This is an optimization exercise on Yosys and OpenROAD, whose aim is small area, a short achievable clock period and few clock cycles, not a production implementation.
Function was checked by simulation only, so behaviour that the tests miss may differ from the original.

$ cat flow/config.mk
export PLATFORM = sky130hd
export DESIGN_NAME = dgs_sha256
export DESIGN_NICKNAME = dgs_sha256
export VERILOG_FILES = /design/flow/design.v
export SDC_FILE = /design/flow/constraint.sdc
export NUM_CORES = 4
export LEC_CHECK = 0
export CAP_MARGIN = 20
export CORE_MARGIN = 2
export CORE_UTILIZATION = 40
export SLEW_MARGIN = 20
$ cat flow/run.sh
#!/bin/bash
# synth_recipe.tcl (not shown) runs the flow's synth.tcl, then flattens the netlist and writes it again
# the make line also repeats each setting of config.mk as NAME=value (left out here)
make -C /OpenROAD-flow-scripts/flow DESIGN_CONFIG=/design/flow/config.mk WORK_HOME=/design/flow/orfs CLKGATE_MAP_FILE= SYNTH_SCRIPT=/design/flow/synth_recipe.tcl finish
$ cat flow/constraint.sdc
create_clock -name core_clock -period 10.0 [get_ports {clk}]
set_input_delay 2.0000 -clock core_clock [delete_from_list [all_inputs] [get_ports {clk}]]
set_output_delay 2.0000 -clock core_clock [all_outputs]
set_load 0.01 [all_outputs]
$ cat flow/design.v
module dgs_sha256 (
    input  wire         clk,
    input  wire         rst,         
    input  wire         start,
    input  wire         load_state,
    input  wire         partial,
    input  wire [255:0] state_in,    
    input  wire [63:0]  count_in,    
    output wire         idle,
    input  wire         in_valid,
    output wire         in_ready,
    input  wire [31:0]  in_data,     
    input  wire         in_last,
    input  wire [2:0]   in_nbytes,   
    output reg          done,
    output wire         err,
    output wire [255:0] digest,
    output wire [63:0]  count_out
);
    localparam [1:0] S_IDLE  = 2'd0,
                     S_LOAD  = 2'd1,
                     S_ROUND = 2'd2,
                     S_ADD   = 2'd3;
    localparam [255:0] IV = {32'h6a09e667, 32'hbb67ae85, 32'h3c6ef372, 32'ha54ff53a,
                             32'h510e527f, 32'h9b05688c, 32'h1f83d9ab, 32'h5be0cd19};
    function [31:0] rotr(input [31:0] x, input integer n);
        rotr = (x >> n) | (x << (32 - n));
    endfunction
    reg [1:0]   state;
    reg [255:0] hv;              
    reg [31:0]  a, b, c, d, e, f, g, h;
    reg [511:0] wv;              
    reg [5:0]   t;               
    reg [3:0]   widx;            
    reg [63:0]  tot;             
    reg         part_r;          
    reg         err_r;           
    reg         ended;           
    reg         placed80;        
    reg         lenblk;          
    reg         final_blk;       
    assign idle     = (state == S_IDLE);
    assign in_ready = (state == S_LOAD) && !ended;
    assign err       = err_r;
    assign digest    = err_r ? 256'd0 : hv;
    assign count_out = err_r ? 64'd0 : tot;
    wire [2:0] nb = in_last ? in_nbytes : 3'd4;
    reg [31:0] byte_mask, pad_byte;
    always @(*) begin
        case (nb)
            3'd0:    begin byte_mask = 32'h00000000; pad_byte = 32'h80000000; end
            3'd1:    begin byte_mask = 32'hff000000; pad_byte = 32'h00800000; end
            3'd2:    begin byte_mask = 32'hffff0000; pad_byte = 32'h00008000; end
            3'd3:    begin byte_mask = 32'hffffff00; pad_byte = 32'h00000080; end
            default: begin byte_mask = 32'hffffffff; pad_byte = 32'h00000000; end
        endcase
    end
    wire [31:0] data_word = (in_data & byte_mask) | (in_last ? pad_byte : 32'd0);
    wire [63:0] bit_len = {tot[60:0], 3'b000};
    wire [31:0] pad_word = !placed80                ? 32'h80000000 :
                           (lenblk && widx == 4'd14) ? bit_len[63:32] :
                           (lenblk && widx == 4'd15) ? bit_len[31:0]  : 32'd0;
    wire take = in_valid && in_ready;
    reg [31:0] k_t;
    always @(*) begin
        case (t)
            6'd0:  k_t = 32'h428a2f98;  6'd1:  k_t = 32'h71374491;
            6'd2:  k_t = 32'hb5c0fbcf;  6'd3:  k_t = 32'he9b5dba5;
            6'd4:  k_t = 32'h3956c25b;  6'd5:  k_t = 32'h59f111f1;
            6'd6:  k_t = 32'h923f82a4;  6'd7:  k_t = 32'hab1c5ed5;
            6'd8:  k_t = 32'hd807aa98;  6'd9:  k_t = 32'h12835b01;
            6'd10: k_t = 32'h243185be;  6'd11: k_t = 32'h550c7dc3;
            6'd12: k_t = 32'h72be5d74;  6'd13: k_t = 32'h80deb1fe;
            6'd14: k_t = 32'h9bdc06a7;  6'd15: k_t = 32'hc19bf174;
            6'd16: k_t = 32'he49b69c1;  6'd17: k_t = 32'hefbe4786;
            6'd18: k_t = 32'h0fc19dc6;  6'd19: k_t = 32'h240ca1cc;
            6'd20: k_t = 32'h2de92c6f;  6'd21: k_t = 32'h4a7484aa;
            6'd22: k_t = 32'h5cb0a9dc;  6'd23: k_t = 32'h76f988da;
            6'd24: k_t = 32'h983e5152;  6'd25: k_t = 32'ha831c66d;
            6'd26: k_t = 32'hb00327c8;  6'd27: k_t = 32'hbf597fc7;
            6'd28: k_t = 32'hc6e00bf3;  6'd29: k_t = 32'hd5a79147;
            6'd30: k_t = 32'h06ca6351;  6'd31: k_t = 32'h14292967;
            6'd32: k_t = 32'h27b70a85;  6'd33: k_t = 32'h2e1b2138;
            6'd34: k_t = 32'h4d2c6dfc;  6'd35: k_t = 32'h53380d13;
            6'd36: k_t = 32'h650a7354;  6'd37: k_t = 32'h766a0abb;
            6'd38: k_t = 32'h81c2c92e;  6'd39: k_t = 32'h92722c85;
            6'd40: k_t = 32'ha2bfe8a1;  6'd41: k_t = 32'ha81a664b;
            6'd42: k_t = 32'hc24b8b70;  6'd43: k_t = 32'hc76c51a3;
            6'd44: k_t = 32'hd192e819;  6'd45: k_t = 32'hd6990624;
            6'd46: k_t = 32'hf40e3585;  6'd47: k_t = 32'h106aa070;
            6'd48: k_t = 32'h19a4c116;  6'd49: k_t = 32'h1e376c08;
            6'd50: k_t = 32'h2748774c;  6'd51: k_t = 32'h34b0bcb5;
            6'd52: k_t = 32'h391c0cb3;  6'd53: k_t = 32'h4ed8aa4a;
            6'd54: k_t = 32'h5b9cca4f;  6'd55: k_t = 32'h682e6ff3;
            6'd56: k_t = 32'h748f82ee;  6'd57: k_t = 32'h78a5636f;
            6'd58: k_t = 32'h84c87814;  6'd59: k_t = 32'h8cc70208;
            6'd60: k_t = 32'h90befffa;  6'd61: k_t = 32'ha4506ceb;
            6'd62: k_t = 32'hbef9a3f7;  default: k_t = 32'hc67178f2;
        endcase
    end
    wire [31:0] w0  = wv[511:480];
    wire [31:0] w1  = wv[479:448];
    wire [31:0] w9  = wv[223:192];
    wire [31:0] w14 = wv[63:32];
    wire [31:0] s0 = rotr(w1, 7)  ^ rotr(w1, 18)  ^ (w1 >> 3);
    wire [31:0] s1 = rotr(w14, 17) ^ rotr(w14, 19) ^ (w14 >> 10);
    wire [31:0] w_new = s1 + w9 + s0 + w0;
    wire [31:0] big_s1 = rotr(e, 6) ^ rotr(e, 11) ^ rotr(e, 25);
    wire [31:0] big_s0 = rotr(a, 2) ^ rotr(a, 13) ^ rotr(a, 22);
    wire [31:0] ch     = (e & f) ^ (~e & g);
    wire [31:0] maj    = (a & b) ^ (a & c) ^ (b & c);
    wire [31:0] t1     = h + big_s1 + ch + k_t + w0;
    wire [31:0] t2     = big_s0 + maj;
    always @(posedge clk) begin
        if (rst) begin
            state <= S_IDLE;
            done  <= 1'b0;
        end else begin
            done <= 1'b0;
            case (state)
                S_IDLE: begin
                    if (start) begin
                        hv       <= load_state ? state_in : IV;
                        tot      <= load_state ? count_in : 64'd0;
                        err_r    <= load_state && (count_in[5:0] != 6'd0);
                        part_r   <= partial;
                        ended    <= 1'b0;
                        placed80 <= 1'b0;
                        lenblk   <= 1'b0;
                        widx     <= 4'd0;
                        state    <= S_LOAD;
                    end
                end
                S_LOAD: begin
                    if (!ended) begin
                        if (take) begin
                            tot <= tot + {61'd0, nb};
                            if (part_r && in_last) begin
                                if (in_nbytes == 3'd4 && widx == 4'd15) begin
                                    wv        <= {wv[479:0], in_data};
                                    ended     <= 1'b1;
                                    final_blk <= 1'b1;
                                    {a, b, c, d, e, f, g, h} <= hv;
                                    t         <= 6'd0;
                                    state     <= S_ROUND;
                                end else if (in_nbytes == 3'd0 && widx == 4'd0) begin
                                    done  <= 1'b1;
                                    state <= S_IDLE;
                                end else begin
                                    err_r <= 1'b1;
                                    done  <= 1'b1;
                                    state <= S_IDLE;
                                end
                            end else begin
                                wv   <= {wv[479:0], part_r ? in_data : data_word};
                                widx <= widx + 4'd1;
                                if (in_last) begin
                                    ended <= 1'b1;
                                    if (nb != 3'd4) begin
                                        placed80 <= 1'b1;
                                        if (widx <= 4'd13)
                                            lenblk <= 1'b1;
                                    end
                                end
                                if (widx == 4'd15) begin
                                    final_blk <= 1'b0;
                                    {a, b, c, d, e, f, g, h} <= hv;
                                    t     <= 6'd0;
                                    state <= S_ROUND;
                                end
                            end
                        end
                    end else begin
                        wv       <= {wv[479:0], pad_word};
                        widx     <= widx + 4'd1;
                        placed80 <= 1'b1;
                        if (!placed80 && widx <= 4'd13)
                            lenblk <= 1'b1;
                        if (widx == 4'd15) begin
                            final_blk <= lenblk;
                            {a, b, c, d, e, f, g, h} <= hv;
                            t     <= 6'd0;
                            state <= S_ROUND;
                        end
                    end
                end
                S_ROUND: begin
                    a  <= t1 + t2;
                    b  <= a;
                    c  <= b;
                    d  <= c;
                    e  <= d + t1;
                    f  <= e;
                    g  <= f;
                    h  <= g;
                    wv <= {wv[479:0], w_new};
                    t  <= t + 6'd1;
                    if (t == 6'd63)
                        state <= S_ADD;
                end
                S_ADD: begin
                    hv <= {hv[255:224] + a, hv[223:192] + b, hv[191:160] + c, hv[159:128] + d,
                           hv[127:96]  + e, hv[95:64]   + f, hv[63:32]   + g, hv[31:0]    + h};
                    if (final_blk) begin
                        done  <= 1'b1;
                        state <= S_IDLE;
                    end else begin
                        if (ended && placed80)
                            lenblk <= 1'b1;
                        state <= S_LOAD;
                    end
                end
            endcase
        end
    end
endmodule
==> results.txt <==
-- metrics by stage --
step	util, %	hold WS [ns]	cells	cell area [um2]
2_1_floorplan	-	0.400	7276	75300
4_1_cts	47.6	0.397	10400	89200
5_1_grt	47.6	0.402	10400	89200
6_report	47.6	0.394	10400	89200
3_5_place_dp	45.2	0.405	10200	84700
3_3_place_gp	45.2	0.400	10200	84700
-- metal layers --
layer  wire length [um]  track usage (%)  vias up
met3              19900             4.55      446
met4              12200             11.4       14
met5                 95                0        -
li1                   -                -    27200
met2             133000             46.5     2599
met1             127000             41.4    29600
-- layout make-up --
| class | instances | area share [%] |
|---|---|---|
| antenna | 2 | 0.00561 |
| clock inverter | 86 | 1.14 |
| timing repair buffer | 751 | 8.37 |
| multi-input combinational | 5311 | 43.1 |
| tap | 2495 | 3.50 |
| sequential | 1139 | 37.9 |
| inverter | 468 | 1.97 |
| clock buffer | 167 | 3.94 |
-- placed cells by master (no fill, tap or decap), drive strengths merged, types with 235 or more instances in the layout --
| cell type | netlist | routed |
|---|---|---|
| clkdlybuf4s50 | 0 | 685 |
| o21ai | 635 | 635 |
| inv | 467 | 475 |
| mux2i | 267 | 267 |
| nand2 | 626 | 626 |
| a21oi | 551 | 551 |
| xnor2 | 395 | 395 |
| nor2b | 351 | 351 |
| nor2 | 410 | 410 |
| xor2 | 235 | 235 |
| edfxtp | 1104 | 1104 |
| ha | 402 | 402 |
-- worst paths after layout --
check	cells past startpoint	startpoint	slack [ns]	end
hold reg to reg	0	wv[363]$_DFFE_PP_	0.39	wv[395]$_DFFE_PP_
setup reg to reg	27	e[26]$_DFFE_PP_	2.00	a[30]$_DFFE_PP_
setup / recovery	27	e[26]$_DFFE_PP_	2.00	a[30]$_DFFE_PP_
hold / removal	0	wv[363]$_DFFE_PP_	0.39	wv[395]$_DFFE_PP_
-- cells by family after synthesis --
family                   after synthesis  share of synthesized area (%)
AND/OR/NAND/NOR                     1839                           11.7
AO/OA/AOI/OAI                       1941                           15.9
XOR/XNOR                             632                           7.38
multiplexers                         278                           3.72
buffers and inverters                826                           4.16
flip-flops                          1139                           44.9
adder cells (fa/ha/maj)              621                           12.2
==> results_dict.tcl <==
set metrics [dict create \
    ys_seq_area_share_pct 44.9 \
    crit_type "reg2reg" \
    die_area_um2 192000 \
    grt_use_total_pct 29.7 \
    worstPathArrival_ns 8.58 \
    dieHeight_um 438 \
    wire_per_inst_um 28.1 \
    cpMostUsedCell "fa_1" \
    cts_resized 0 \
    dp_hpwl_mm 224 \
    end_kind "flop" \
    initial_core_util_pct 40.2 \
    h-tree-depth 4 \
    synth.most_common_cell "edfxtp_1" \
    synth_edf_count 1104 \
    relSlewSlack_pct 16.1 \
    drv_cap 0 \
    cp_top_family "compound AO/OA/AOI/OAI gates" \
    fp.dieW_um 438 \
    fin_crit_ns 8.00 \
    status "timing/DRC/antenna clean" \
    cts_hold_buffers 0 \
    vias 59800 \
    worstPathRequired_ns 10.58 \
    coreArea_um2 187000 \
    path_clk_slew_ns 0.07 \
    clock-sinks 1139 \
    max_freq_ghz 0.125 \
    viasPerCell 5.74 \
    syn_to_final_growth_pct 18.5 \
    synthFlopType "edfxtp_1" \
    period_share_pct 80.0 \
    yosys_warnings 1 \
    rows 159 \
    syn_nets 8236 \
    timing.final.ws_setup_ns 2.00 \
    grt_setup_unrepaired "no" \
    antenna_found_initial 17 \
    route.detailed.drc 0 \
    layout-drive-gt1-share_pct 4.23 \
    hp-class "reg2reg" \
    grt.overflow.total 0 \
    path_buf_inv 3 \
    cts_root_buf "clkbuf_16" \
    largest-register "wv" \
    synthArstFlopShare_pct 0 \
    reg.largest.list "wv: 512 flops, hv: 256 flops, tot: 64 flops" \
    grt_first_pass_wirelength_mm 416 \
    cts_tree "done" \
    syn_area_um2 75300 \
    dp_slack_ns 2.12 \
    gp_congestion 0.959 \
    synth_common_cells "edfxtp_1, nand2_1, o21ai_0" \
    finalMaxSlewViolations 0 \
    slowest_stage "xnor2_1" \
    port_buffers 685 \
    yosysTopAreaCellShare_pct 44.0 \
    drtIter0Drc 6309 \
    fin_nets 8767 \
    path_max_fanout 7 \
    hold_viol_final 0 \
    setup_violations 0 \
    netlist_top_cells_area "edfxtp_1, ha_1, fa_1, xnor2_1, o21ai_0" \
    startpoint_type "flop" \
    first_pass_iters 6 \
    seqCellArea_um2 33900 \
    grt_max_degree 197 \
    wirelength_mm 292 \
    postSynthCellCount 7276 \
    finClkSkew_ns 0.0515 \
    worst_pin_slew_ns 1.26 \
    avgSynthCellArea_um2 10.4 \
    io_pins 686 \
    cts_buffers 136 \
    postRouteAntennaNets 0 \
    multi_input_area_um2 38500 \
    postCtsSetupBuffers 0 \
    clk_latency_ns 0.84 \
    nFillCells 17500 \
    largest_reg_flops 512 \
    synth-seq-cells 1139 \
    finalSetupTns_ns 0 \
    critPathMaxStageDelay_ns 0.63 \
    yosys.area.top_type "edfxtp_1" \
    cts_buffer_depth 3 \
    grt_pass1_vias 57400 \
    synth_cell_types 94 \
]
Testbench counts, summed over its fixed seeds: cycles 38,764.

afterwards: timing with drivers on the ports:
The results above use ideal ports. As a check the final layout listed here was re-extracted and re-timed, cells and wires unchanged.
Step 1: set_driving_cell puts a clkbuf_16 on clk and a buf_2 on each other input, an assumption about the parent block.
Step 2 also shifts input and output timing later by t, the mid clock arrival at the registers, as if the neighbouring blocks saw the same clock.
a / b / c = ideal ports / drivers / drivers and shift; a / b = the first two.
t, ns: 0.904
setup slack, ns: 1.996 / 1.996 / 1.996
pins driven straight from the clock port: 1
After both steps this run still meets setup and hold. The setup slack of this run moves by 0.000 ns with the drivers and by 0.000 ns with both steps.
